Source: an optimization exercise on an open RTL-to-GDS flow (aim: small area). Production flows keep margins and buffers that such runs may drop.
The RTL was checked by simulation tests, not by an equivalence proof against the original design.
Power figures rest on the tool's default switching activity, not on a simulated workload.

<file path="flow/config.mk">
export PLATFORM = sky130hd
export DESIGN_NAME = fcvt_unit
export DESIGN_NICKNAME = fcvt_unit
export VERILOG_FILES = /design/flow/design.v
export SDC_FILE = /design/flow/constraint.sdc
export NUM_CORES = 4
export LEC_CHECK = 0
export CAP_MARGIN = 20
export CORE_MARGIN = 2
export CORE_UTILIZATION = 40
export PLACE_DENSITY = 0.6
export SLEW_MARGIN = 20
</file>
<file path="flow/constraint.sdc">
create_clock -name core_clock -period 20.0 [get_ports {clk}]
set_input_delay 4.0000 -clock core_clock [delete_from_list [all_inputs] [get_ports {clk}]]
set_output_delay 4.0000 -clock core_clock [all_outputs]
set_load 0.01 [all_outputs]
</file>
<file path="flow/design.v">
module fcvt_lane (
  input  wire [31:0] x,
  input  wire [15:0] r,
  input  wire [2:0]  fmt,     
  input  wire        sr,
  output reg  [15:0] y,
  output reg  [5:0]  flags
);
  localparam F_FP16 = 3'd0;
  localparam F_BF16 = 3'd1;
  localparam F_E4M3 = 3'd2;
  localparam F_E5M2 = 3'd3;
  localparam F_INT8 = 3'd4;
  localparam NV = 0, OF = 2, UF = 3, IX = 4, SAT = 5;
  wire        s       = x[31];
  wire [7:0]  ex      = x[30:23];
  wire [22:0] mx      = x[22:0];
  wire        is_nan  = (ex == 8'hFF) && (mx != 23'd0);
  wire        is_inf  = (ex == 8'hFF) && (mx == 23'd0);
  wire        is_zero = (ex == 8'h00) && (mx == 23'd0);
  wire        is_snan = is_nan && !mx[22];
  wire [23:0] sig     = {ex != 8'h00, mx};
  wire signed [10:0] e = (ex == 8'h00) ? -11'sd126 : $signed({3'b000, ex}) - 11'sd127;
  reg [3:0]          mbits;      
  reg signed [10:0]  bias;
  reg signed [10:0]  emin;       
  reg signed [10:0]  emax;       
  reg [22:0]         thr_m;      
  reg [11:0]         largest_q;  
  reg                ieee;       
  always @(*) begin
    case (fmt)
      F_FP16: begin mbits = 4'd10; bias = 11'sd15;  emin = -11'sd14;  emax = 11'sd15;
                    thr_m = 23'h7FF000; largest_q = 12'h7FF; ieee = 1'b1; end
      F_BF16: begin mbits = 4'd7;  bias = 11'sd127; emin = -11'sd126; emax = 11'sd127;
                    thr_m = 23'h7F8000; largest_q = 12'h0FF; ieee = 1'b1; end
      F_E4M3: begin mbits = 4'd3;  bias = 11'sd7;   emin = -11'sd6;   emax = 11'sd8;
                    thr_m = 23'h680000; largest_q = 12'h00E; ieee = 1'b0; end
      default: begin mbits = 4'd2; bias = 11'sd15;  emin = -11'sd14;  emax = 11'sd15;
                    thr_m = 23'h700000; largest_q = 12'h007; ieee = 1'b1; end
    endcase
  end
  wire is_int8 = (fmt == F_INT8);
  wire use_sr  = sr && (fmt == F_BF16 || fmt == F_E4M3 || fmt == F_E5M2);
  wire signed [10:0] e_eff = (e < emin) ? emin : e;
  wire signed [10:0] shift_f = 11'sd23 - $signed({7'd0, mbits}) + (e_eff - e);
  wire signed [10:0] shift_i = 11'sd23 - e;
  wire signed [10:0] shift_s = is_int8 ? shift_i : shift_f;
  wire [5:0]  shamt = (shift_s > 11'sd63) ? 6'd63 : shift_s[5:0];
  wire [87:0] wide   = {sig, 64'd0} >> shamt;
  wire [23:0] q_t    = wide[87:64];        
  wire [63:0] disc   = wide[63:0];         
  wire        guard  = disc[63];
  wire        sticky = |disc[62:0];
  wire        inexact = |disc;
  wire [15:0] frac16 = disc[63:48];        
  wire        at_largest = (e == emax) && (q_t[11:0] == largest_q);
  wire [16:0] sr_sum     = {1'b0, frac16} + {1'b0, r};
  wire        up_rne     = guard && (sticky || q_t[0]);
  wire        up_sr      = sr_sum[16] && !at_largest;
  wire        up         = use_sr ? up_sr : up_rne;
  wire [24:0] q_r        = {1'b0, q_t} + {24'd0, up};
  wire        carry  = q_r[mbits + 4'd1];
  wire        normal = q_r[mbits] || carry;
  wire signed [10:0] ef = e_eff + bias + {10'd0, carry};
  wire [7:0]  exp_f  = normal ? ef[7:0] : 8'd0;
  wire [9:0]  man_f  = carry ? 10'd0 : q_r[9:0];
  wire        ovf    = (e > emax) || ((e == emax) && (mx >= thr_m));
  wire [8:0]  qi     = q_r[8:0];
  wire        i_big  = (e > 11'sd7) || (s ? (qi > 9'd128) : (qi > 9'd127));
  wire [7:0]  i_val  = s ? (8'd0 - qi[7:0]) : qi[7:0];
  always @(*) begin
    y = 16'd0;
    flags = 6'd0;
    if (is_int8) begin
      if (is_nan) begin
        y = 16'd0;
        flags[NV] = 1'b1;
      end else if (is_inf || (!is_zero && i_big)) begin
        y = s ? 16'h0080 : 16'h007F;
        flags[IX] = 1'b1;
        flags[SAT] = 1'b1;
      end else if (is_zero) begin
        y = 16'd0;
      end else begin
        y = {8'd0, i_val};
        flags[IX] = inexact;
      end
    end else if (is_nan) begin
      case (fmt)
        F_FP16:  y = 16'h7E00;
        F_BF16:  y = 16'h7FC0;
        F_E4M3:  y = 16'h007F;
        default: y = 16'h007E;
      endcase
      flags[NV] = is_snan;
    end else if (is_inf || (!is_zero && ovf)) begin
      case (fmt)
        F_FP16:  y = {s, 15'h7C00};
        F_BF16:  y = {s, 15'h7F80};
        F_E4M3:  y = {8'd0, s, 7'h7E};
        default: y = {8'd0, s, 7'h7C};
      endcase
      if (ieee) begin
        flags[OF] = !is_inf;
        flags[IX] = !is_inf;
      end else begin
        flags[OF] = 1'b1;
        flags[IX] = 1'b1;
        flags[SAT] = 1'b1;
      end
    end else if (is_zero) begin
      y = (fmt == F_FP16 || fmt == F_BF16) ? {s, 15'd0} : {8'd0, s, 7'd0};
    end else begin
      case (fmt)
        F_FP16:  y = {s, exp_f[4:0], man_f[9:0]};
        F_BF16:  y = {s, exp_f[7:0], man_f[6:0]};
        F_E4M3:  y = {8'd0, s, exp_f[3:0], man_f[2:0]};
        default: y = {8'd0, s, exp_f[4:0], man_f[1:0]};
      endcase
      flags[IX] = inexact;
      flags[UF] = inexact && !normal;
    end
  end
endmodule
module fcvt_unit (
  input  wire         clk,
  input  wire         rst,
  input  wire         in_valid,
  input  wire [2:0]   in_fmt,      
  input  wire         in_sr,       
  input  wire [127:0] in_x,        
  input  wire [63:0]  in_r,        
  output reg          out_valid,
  output reg  [63:0]  out_y,       
  output reg  [23:0]  out_flags    
);
  wire [63:0] y;
  wire [23:0] flags;
  genvar i;
  generate
    for (i = 0; i < 4; i = i + 1) begin : g_lane
      fcvt_lane u_lane (
        .x     (in_x[32*i +: 32]),
        .r     (in_r[16*i +: 16]),
        .fmt   (in_fmt),
        .sr    (in_sr),
        .y     (y[16*i +: 16]),
        .flags (flags[6*i +: 6])
      );
    end
  endgenerate
  always @(posedge clk) begin
    if (rst)
      out_valid <= 1'b0;
    else
      out_valid <= in_valid;
    if (in_valid) begin
      out_y     <= y;
      out_flags <= flags;
    end
  end
endmodule
</file>
<file path="flow/run.sh">
#!/bin/bash
# synth_recipe.tcl (not shown) runs the flow's synth.tcl, then flattens the netlist and writes it again
# the make line also repeats each setting of config.mk as NAME=value (left out here)
make -C /OpenROAD-flow-scripts/flow DESIGN_CONFIG=/design/flow/config.mk WORK_HOME=/design/flow/orfs CLKGATE_MAP_FILE= SYNTH_SCRIPT=/design/flow/synth_recipe.tcl finish
</file>
==> run notes <==
state kept, by name (all words and copies together) (netlist names):
register,count
out_flags,20
out_valid,1
out_y,64
cells by family after synthesis:
family / after synthesis
buffers and inverters: 422
XOR/XNOR: 108
multiplexers: 122
flip-flops: 85
AND/OR/NAND/NOR: 1587
other: 1
AO/OA/AOI/OAI: 1512
adder cells (fa/ha/maj): 263
per-stage QoR:
| stage | setup WS (ns) | instances | util [%] |
|---|---|---|---|
| 6_report | 1.97 | 5170 | 46.1 |
| 5_1_grt | 1.10 | 5170 | 46.1 |
| 3_3_place_gp | 1.83 | 5153 | 45.6 |
| 3_5_place_dp | 1.87 | 5153 | 45.6 |
| 4_1_cts | 2.27 | 5169 | 46.1 |
| 2_1_floorplan | 4.32 | 4103 | - |
power groups by stage:
stage | Clock (µW) | Sequential, µW | Combinational [µW]
floorplan | 0 | 247 | 1980
global placement | 0 | 240 | 2840
detailed placement | 0 | 241 | 2810
CTS | 192 | 237 | 2830
global route | 198 | 239 | 3140
finish | 189 | 237 | 2930
how the worst min path moves through the flow:
stage / cells after the start / slack [ns] / end
finish: 1 / 4.16 / out_flags[6]$_DFFE_PP_
global route: 1 / 4.18 / out_flags[6]$_DFFE_PP_
CTS: 1 / 4.17 / out_flags[6]$_DFFE_PP_
detailed placement: 1 / 4.58 / out_flags[6]$_DFFE_PP_
global placement: 1 / 4.59 / out_flags[6]$_DFFE_PP_
floorplan: 1 / 4.07 / out_valid$_SDFF_PP0_
synth_stat cells, types with 43 or more instances:
cell	instances	area share, %
nor2b_1	43	0.95
a211oi_1	79	2.1
buf_2	58	1.0
and3_1	52	1.1
ha_1	246	11
nand2_1	406	5.4
o211ai_1	68	1.8
a31oi_1	93	2.1
edfxtp_1	84	8.9
a21oi_1	311	5.5
xnor2_1	63	1.9
o21a_1	62	1.6
inv_1	165	2.2
nor4_1	59	1.3
nor3_1	140	2.5
and2_1	47	1.0
o31ai_1	48	1.3
o22ai_1	45	0.99
nor2_1	350	4.6
nand4_1	82	1.8
nand3_1	191	3.4
o21ai_0	261	4.6
clkbuf_1	157	2.1
mux2i_1	94	3.3
xor2_1	45	1.4
nand2b_1	49	1.1
a21o_1	66	1.7
cell type report:
class,count,area (µm²),share of cell area (%)
multi-input cells,3596,24200,74.9
well taps,940,1180,3.65
diodes,1,2.50,0.00776
repair buffers,365,3450,10.7
clock buffers,9,225,0.698
flip-flops and latches,85,2540,7.88
inverters,167,627,1.94
clock inverters,7,78.8,0.244
layer usage:
metal  global-route usage (%)  vias up  wire length, µm
li1                         -    16100                -
met5                        0        -               44
met2                     52.6     2135            56400
met3                     4.85      391            11300
met1                     44.8    16500            53800
met4                     14.0        6             5820
==> run notes <==
- Remaining DRCs: 0
- VDD IR max: around 0.048 mV
- CP most frequent cell: ha_1
- Final Wtd Congestion: a little over 1
- CP arrival: 18.17 ns
- Status: timing/DRC/antenna clean
- WS Path Type: input pin to flip-flop
- Simple-gate share of the synthesized area: 27.9%
- Xor-xnor portion of the synthesized cell area: under 10%
- Design area: roughly 32000 µm²
- Rows: 97
- Worst Hold Class: input pin to flip-flop
- Starting DRT DRC Count: 4663
- Post-Synthesis Cells: 4100
- Post-Synth Adder-Cell Area: 12.0%
- Die Area: 73000 µm²
- Overflow after GRT: 0
- Largest net degree at the start of global routing: 47
- Final period util: 90.2%
- CTS max path bufs: 2
- Initial Util: 40.5%
- Cell-internal power: 1330 µW
- Minimum clock period: 18.03 ns
- Flop pwr share: 7.1%
- Slew headroom: between 20% and 30%
- Drt total wl: around 130000 µm
- Netlist Area Pre-Place: 28300 µm²
- Share of layout cells above drive strength 1: approximately 6.1%
- CTS resizes: 0
- Power density over cell area: 104 nW/µm²
- Fin Hold WS: 4.16 ns
- Clock transition at the registers of the reported paths: 0.09 ns
- Setup bufs post-CTS: 0
- Area after DPL: ~32000 µm²
- Setup tns final: 0 ns
- First-pass GRT wire length: 196000 µm
- Vias: 35200
- Worst-path fanout max: 40
- Synth cell types: around 120
- CTS tree: yes
- Largest family of logic cells by synthesized area: compound AO/OA/AOI/OAI gates
- Vias per cell: about 6.8
- Final Hold Fails: 0
- Worst Setup SP: in_x[23]
- Buf/Inv on CP: 7
- Nets: roughly 4700
- Max-cap violations: 0
- Complex-gate fraction of the synthesized area: 37.1%
- Largest stage delay, worst path: between 0.7 and 0.8 ns
- CTS H-tree lvls: 3
- Area Growth Syn to Fin: 13.8%
- Critical Path Sink Type: flip-flop
- Final Max Slew Viols: 0
- Mean Syn Cell Area: 6.91 µm²
- Post-DP HPWL: 97700 µm
- Most frequent cells in the layout: nand2_1, nor2_1, a21oi_1, clkdlybuf4s50_1, o21ai_0
- # setup viols final: 0
- Yosys Warn Count: 2
- Vert. Die Dim: ~270 µm
- TritonCTS Buffers: 9
- Fmax: 55.5 MHz
- Post-synth EDFFs: 84
- Dominant synthesized flop cell: edfxtp_1
- Die W: 270 µm
- Comb pwr share: 87.3%
- Crit-path leading delay family: compound AO/OA/AOI/OAI gates
- Sw Pwr: 2030 µW
- Count of buffers from port buffering: 283
- Leakage: 0.0126 µW
- Filler cells: about 7300
- Clock power share: under 10%
- Vias in the first global route: 32800
- Final Power: 3360 µW
- Sequential area share after synthesis: under 10%
- First-pass iteration count of the detailed router: 8
- Commonest non-fill, non-tap cell in the layout: nand2_1
- RSZ-0062 raised after global routing: false
- WL per Instance: ~25 µm
- WP depth: 65
- Root buf cell: clkbuf_16
- Mux share of post-synthesis cell area: roughly 4.5%
- Critical-path top delay cell: a2111oi_4
- Post-route antenna net violation count: 0
- Beginning of the worst hold path: in_valid
- Global Route Usage Sum: between 30 and 40%
- Core box area: 70000 µm²
- Yosys reg bits: 85
- Hold buffer count at cts: 0
- I/O Pins: ~290
- Worst setup SP type: input pin
- Slew of the pin with the lowest slew margin: 1.07 ns
- Sw Share: 60.4%
- Initial antenna violation count: 4
- CP endpoint: out_y[5]$_DFFE_PP_
- FFs w/ async S/R, synth: 0%
- CTS sink cnt: 85
- WP data required: ~20 ns

-- re-timing with driven ports --
The flow's constraints put no driver on any port. The routed layout listed below was extracted and timed again, unchanged, in two steps.
Step 1: set_driving_cell puts a clkbuf_16 on clk and a buf_2 on each other input, an assumption about the parent block.
Step 2 also shifts input and output timing later by t, the mid clock arrival at the registers, as if the neighbouring blocks saw the same clock.
Three values: ideal ports, drivers, drivers and shift; two values: the first two.
shift t [ns]: 0.448
setup WS [ns]: 1.966 / 1.926 / 1.478
hold slack, ns: 4.157 / 4.123 / 4.571
worst setup path after step 2: input to register
pins driven straight from the clock port: 1
After both steps setup and hold are still met in this run. The setup slack of this run moves by -0.040 ns with the drivers and by -0.488 ns with both steps.
